This design comes from an exercise in tuning for small area, a short achievable clock period and few clock cycles per item on the open sky130 flow, not from production work.
The RTL was checked by simulation tests, not by an equivalence proof against the original design.

**flow/design.v**
```verilog
module pu24_alu (
    input  wire        clk,
    input  wire        rst,
    input  wire        in_valid,
    output wire        in_ready,
    input  wire [1:0]  in_op,
    input  wire [31:0] in_a,
    input  wire [31:0] in_b,
    output reg         out_valid,
    output reg  [31:0] out_word,
    output wire [3:0]  out_res,
    output reg         out_div0
);
    localparam OP_MUL  = 2'd0;
    localparam OP_MACS = 2'd1;
    localparam OP_MACA = 2'd2;
    localparam OP_DIV  = 2'd3;
    localparam ST_IDLE = 2'd0;
    localparam ST_MUL  = 2'd1;
    localparam ST_DIV  = 2'd2;
    localparam ST_DFIN = 2'd3;
    localparam [31:0] MAXW = 32'h7FFF_FFFF;
    localparam [31:0] MINW = 32'h8000_0001;
    reg [1:0]  state;
    reg [1:0]  op_q;
    reg [31:0] a_q;
    reg [31:0] b_q;
    reg [71:0] acc;
    reg [55:0] quo;       
    reg [31:0] rem;
    reg [31:0] dvs;       
    reg [5:0]  cnt;
    reg        q_neg;
    assign in_ready = (state == ST_IDLE);
    wire signed [63:0] prod = $signed(a_q) * $signed(b_q);
    wire        [71:0] prod_x = {{8{prod[63]}}, prod};
    wire        [71:0] sum = (op_q == OP_MACA) ? acc + prod_x : prod_x;
    reg        s_neg;
    reg [71:0] s_mag;
    reg [47:0] s_q;
    reg [31:0] mul_word;
    always @* begin
        s_neg = sum[71];
        s_mag = s_neg ? (~sum + 72'd1) : sum;
        s_q   = s_mag[71:24] + {47'd0, s_mag[23]};
        if (s_q > {16'd0, MAXW})
            s_q = {16'd0, MAXW};
        mul_word = s_neg ? (~s_q[31:0] + 32'd1) : s_q[31:0];
    end
    wire [32:0] rem_sh = {rem, quo[55]};
    wire        sub_ok = (rem_sh >= {1'b0, dvs});
    wire [32:0] rem_nx = sub_ok ? (rem_sh - {1'b0, dvs}) : rem_sh;
    reg [56:0] d_q;
    reg [31:0] div_word;
    always @* begin
        d_q = {1'b0, quo} + {56'd0, ({rem, 1'b0} >= {1'b0, dvs})};
        if (d_q > {25'd0, MAXW})
            d_q = {25'd0, MAXW};
        div_word = q_neg ? (~d_q[31:0] + 32'd1) : d_q[31:0];
        if (b_q == 32'd0) begin
            if (a_q == 32'd0)
                div_word = 32'd0;
            else if (a_q[31])
                div_word = MINW;
            else
                div_word = MAXW;
        end
    end
    wire [31:0] a_mag = in_a[31] ? (~in_a + 32'd1) : in_a;
    wire [31:0] b_mag = in_b[31] ? (~in_b + 32'd1) : in_b;
    always @(posedge clk) begin
        if (rst) begin
            state     <= ST_IDLE;
            acc       <= 72'd0;
            out_valid <= 1'b0;
            out_word  <= 32'd0;
            out_div0  <= 1'b0;
        end else begin
            out_valid <= 1'b0;
            case (state)
                ST_IDLE: begin
                    if (in_valid) begin
                        op_q  <= in_op;
                        a_q   <= in_a;
                        b_q   <= in_b;
                        quo   <= {a_mag, 24'd0};
                        rem   <= 32'd0;
                        dvs   <= b_mag;
                        q_neg <= in_a[31] ^ in_b[31];
                        cnt   <= 6'd55;
                        state <= (in_op == OP_DIV) ? ST_DIV : ST_MUL;
                    end
                end
                ST_MUL: begin
                    if (op_q != OP_MUL)
                        acc <= sum;
                    out_word  <= mul_word;
                    out_div0  <= 1'b0;
                    out_valid <= 1'b1;
                    state     <= ST_IDLE;
                end
                ST_DIV: begin
                    rem <= rem_nx[31:0];
                    quo <= {quo[54:0], sub_ok};
                    cnt <= cnt - 6'd1;
                    if (cnt == 6'd0)
                        state <= ST_DFIN;
                end
                default: begin  
                    out_word  <= div_word;
                    out_div0  <= (b_q == 32'd0);
                    out_valid <= 1'b1;
                    state     <= ST_IDLE;
                end
            endcase
        end
    end
    wire [6:0] dsum = out_word[3:0]   + out_word[7:4]   + out_word[11:8]  + out_word[15:12]
                    + out_word[19:16] + out_word[23:20] + out_word[27:24] + out_word[31:28];
    wire [4:0] f1 = dsum[6:4] + dsum[3:0];
    wire [3:0] f2 = f1[4] + f1[3:0];
    assign out_res = (f2 == 4'd15) ? 4'd0 : f2;
endmodule
```
**flow/run.sh**
```bash
#!/bin/bash
# synth_recipe.tcl (not shown) runs the flow's synth.tcl, then flattens the netlist and writes it again
# the make line also repeats each setting of config.mk as NAME=value (left out here)
make -C /OpenROAD-flow-scripts/flow DESIGN_CONFIG=/design/flow/config.mk WORK_HOME=/design/flow/orfs CLKGATE_MAP_FILE= SYNTH_SCRIPT=/design/flow/synth_recipe.tcl finish
```
**flow/config.mk**
```make
export PLATFORM = sky130hd
export DESIGN_NAME = pu24_alu
export DESIGN_NICKNAME = pu24_alu
export VERILOG_FILES = /design/flow/design.v
export SDC_FILE = /design/flow/constraint.sdc
export NUM_CORES = 4
export LEC_CHECK = 0
export CAP_MARGIN = 20
export CORE_MARGIN = 2
export CORE_UTILIZATION = 40
export SLEW_MARGIN = 20
```
**flow/constraint.sdc**
```tcl
create_clock -name core_clock -period 20.0 [get_ports {clk}]
set_input_delay 4.0000 -clock core_clock [delete_from_list [all_inputs] [get_ports {clk}]]
set_output_delay 4.0000 -clock core_clock [all_outputs]
set_load 0.01 [all_outputs]
```
==> summary.txt <==
* Status: finished clean
* CP Class: register to register
* Hold Path Sink: acc[37]
* Total congestion overflow at 0
* Vias in the first global route at 55,200
* GR peak layer: met2
* CTS tree: yes
* Synth unique cells at 107
* Number of vias per cell at 5.59
* Asr flop ratio synth at 0%
* Startpoint types: register
* Initial core utilization at 40.2%
* Area of the die at 164,000 um2
* Yosys reg bits at 300
* Largest net degree at the start of global routing at 108
* R2r worst-path depth at 52
* Worst hold path startpoint: acc[37]
* Area share of the largest cell type after synthesis at 34.4%
* Min Tclk post-route at 18.84 ns
* Final hold slack at 0.461 ns
* CTS Hold Bufs at 0
* Most frequent cell on the critical path: fa_1
* Reg-to-Reg Start: a_q[7]
* # fillers at 16,000
* Final setup viols at 0
* Initial antenna violation count at 17
* Area Overhead vs Synth at 7.24%
* Core box area at 160,000 um2
* Net count, final at 8,819
* Die span in x at 405 um
* Via Count at 53,300
* Gpl congestion at 0.939
* Die height at 405 um
* Fin crit share at 94.2%
* Final cell count without fillers at 9,527
* Unrepaired setup endpoints after global routing: false
* Dpl cells at 9,448
* Routed Antenna Nets at 0
* Crit-path max FO at 19
* Worst-path clk slew at 0.06 ns
* Initial DRC Count at 4,497
* Final hold vios at 0
* Pre-CTS setup slack at 1.25 ns
* Setup TNS at 0 ns
* Worst EP required at 20.52 ns
* YS warnings at 1
* Share of post-route cells with drive strength above 1 at 3.86%
* I/O pin total at 108
* Worst R2R End: out_word[26]
* Met2 Use GR at 41.8%
* Crit-path slowest cell: edfxtp_1
* Max-Cap Viols at 0
* Leading area contributor after synthesis: fa_1
* Met3 Track Usage GR at 3.48%
* Post-route DRC at 0
* Util after Layout at 43.1%
* Clk sinks at 300
* First-pass GRT wire length at 322 mm
* Num CTS Buffers at 41
* DP Area at 67,700 um2
* Hpwl dp at 166 mm
* Tot GR Track Use at 25.3%
* H-tree depth at 2
* Worst Slack Setup Final at 1.16 ns
* EDFF count, synth at 192
* I/O Buffers at 107
* Slowest Stage Delay on Critical Path at 1.12 ns
* Met1 Use GR at 34.1%
* Routed WL at 204 mm
* FF-to-FF setup slack at 1.16 ns
* Main synth FF type: edfxtp_1
* Syn Inst Count at 7,459
* Arrival time worst endpoint at 19.36 ns
* Clock Path Buffers at 3
* Endpoint type of the worst setup path: register
* Clock latency (worst-skew pair) at 0.64 ns
* Peak Freq at 53.1 MHz
* Worst hold path type: register to register
* Pins Over Slew Limit at 0
* WHS Path Cells at 2
* Slew HR at 21.6%
* Net Count, Synth at 8,945
* DR WL/cell at 21.4 um
* Skew final at 0.0340 ns
* Most area-consuming cells after synthesis: fa_1, edfxtp_1, inv_1
* Slew @ Worst Pin at 1.18 ns
* Root buffer cell: clkbuf_16
* Detailed-router iteration count before antenna repair at 6
* Syn avg cell area at 8.64 um2
* Sequential area share after synthesis at 12.3%
* Synthesized area at 64,500 um2
* Rows at 147
* Post-route cell area at 69,100 um2
synth_stat cells, types with 17 or more instances:
cell      number
buf_1         18
o22ai_1       23
or3_1         73
o211ai_1      45
nand2_1      870
a21boi_0      18
and3_1        71
o31ai_1       33
nor4_1        54
nor3_1       112
a211oi_1      88
nor2b_1       29
nand3_1      109
or2_2         30
ha_1         309
edfxtp_1     192
buf_2         17
and4_1        20
mux2i_1       68
o21bai_1      34
a31oi_1       50
nor2_1       400
o21ai_0      239
o41ai_1       19
and2_1       559
xor2_1       110
nand2b_1      40
clkbuf_1     363
dfxtp_1      108
fa_1        1108
or4_1         29
nand4_1       88
o21ai_1       20
xnor2_1      204
a21o_1        95
a21oi_1      283
o21a_1        57
inv_1       1179
layout make-up:
class / instances / area, um2 / area share (%)
multi-input cells: 5580 / 50700 / 73.3
flip-flops and latches: 300 / 7930 / 11.5
inverters: 1179 / 4430 / 6.40
well taps: 2160 / 2700 / 3.91
repair buffers: 231 / 2020 / 2.93
clock buffers: 55 / 1160 / 1.68
clock inverters: 18 / 219 / 0.317
diodes: 4 / 10.0 / 0.0145
cell families (layout without fill, tap and decap cells):
logic type	Yosys count	in the layout	synth area share [%]
buffers and inverters	1579	1483	9.24
muxes	77	77	1.21
adders and majority gates	1418	1418	40.4
DFF	300	300	12.3
AOI/OAI and AO/OA	1214	1214	12.6
other	0	4	0
and+or+nand+nor	2554	2554	19.8
xor gates and xnor gates	317	317	4.37
flip-flops by register name, summed over array words and instances, names as in the netlist:
register,count
state,2
rem,32
a_q,32
out_div0,1
out_word,32
op_q,2
dvs,31
cnt,6
out_valid,1
q_neg,1
b_q,32
quo,56
acc,72
worst max-delay path: cells and delay by family (launching register included):
family	cells	cell delay, ns
AND/OR/NAND/NOR	16	5.14
buffers and inverters	5	0.57
multiplexers	1	0.20
adder cells (fa/ha/maj)	11	5.09
AO/OA/AOI/OAI	17	5.98
flip-flops	1	1.12
XOR/XNOR	2	0.54
how the worst max path moves through the flow:
| stage | startpoint | to | slack, ns | cells past startpoint |
|---|---|---|---|---|
| 2_1_floorplan | b_q[2] | out_word[26] | 1.14 | 71 |
| 3_3_place_gp | b_q[1] | out_word[26] | 1.50 | 61 |
| 3_5_place_dp | b_q[1] | out_word[26] | 1.25 | 62 |
| 4_1_cts | b_q[1] | out_word[26] | 1.11 | 62 |
| 5_1_grt | a_q[7] | out_word[26] | 0.006 | 62 |
| 6_report | a_q[7] | out_word[26] | 1.16 | 52 |
placed cells by master (no fill, tap or decap), types with 192 or more instances in the layout:
cell,instances
inv_1,1179
nand2_1,869
xnor2_1,204
fa_1,1107
a21oi_1,283
o21ai_0,238
nor2_1,397
ha_1,309
edfxtp_1,192
and2_1,559
metal layers:
metal	wire length, um	up-vias	part of all wire [%]
li1	-	24000	-
met1	87300	27200	43
met2	96000	1723	47
met3	13400	356	6.6
met4	7370	6	3.6
met5	35	-	0.017
what timing repair did:
item,CTS,global route
endpoints found under the setup margin,0,2
gates resized for setup,0,1
buffers inserted,0,1
Testbench counts, summed over its fixed seeds: cycles 34,584, items 4,800.

## separate check: timing with driven ports
How much do the figures lean on ideal ports? The routed layout below was timed once more, with nothing changed but the port constraints. Step 1 assumes that a clkbuf_16 drives the clock port and a buf_2 every other input. Step 2, shift: input delay + t, output delay - t, t = (earliest + latest rising clock arrival at the registers) / 2. This alone moves slack from input paths to output paths. Slacks: ideal ports / drivers / drivers and shift; pairs: ideal ports / drivers.
t (ns): 0.692
setup slack, ns: 1.159 / 1.159 / 1.159
worst register clock-pin slew, ns: 0.07 / 0.07
After both steps this run still meets setup and hold. The setup slack of this run moves by 0.000 ns with the drivers and by 0.000 ns with both steps.
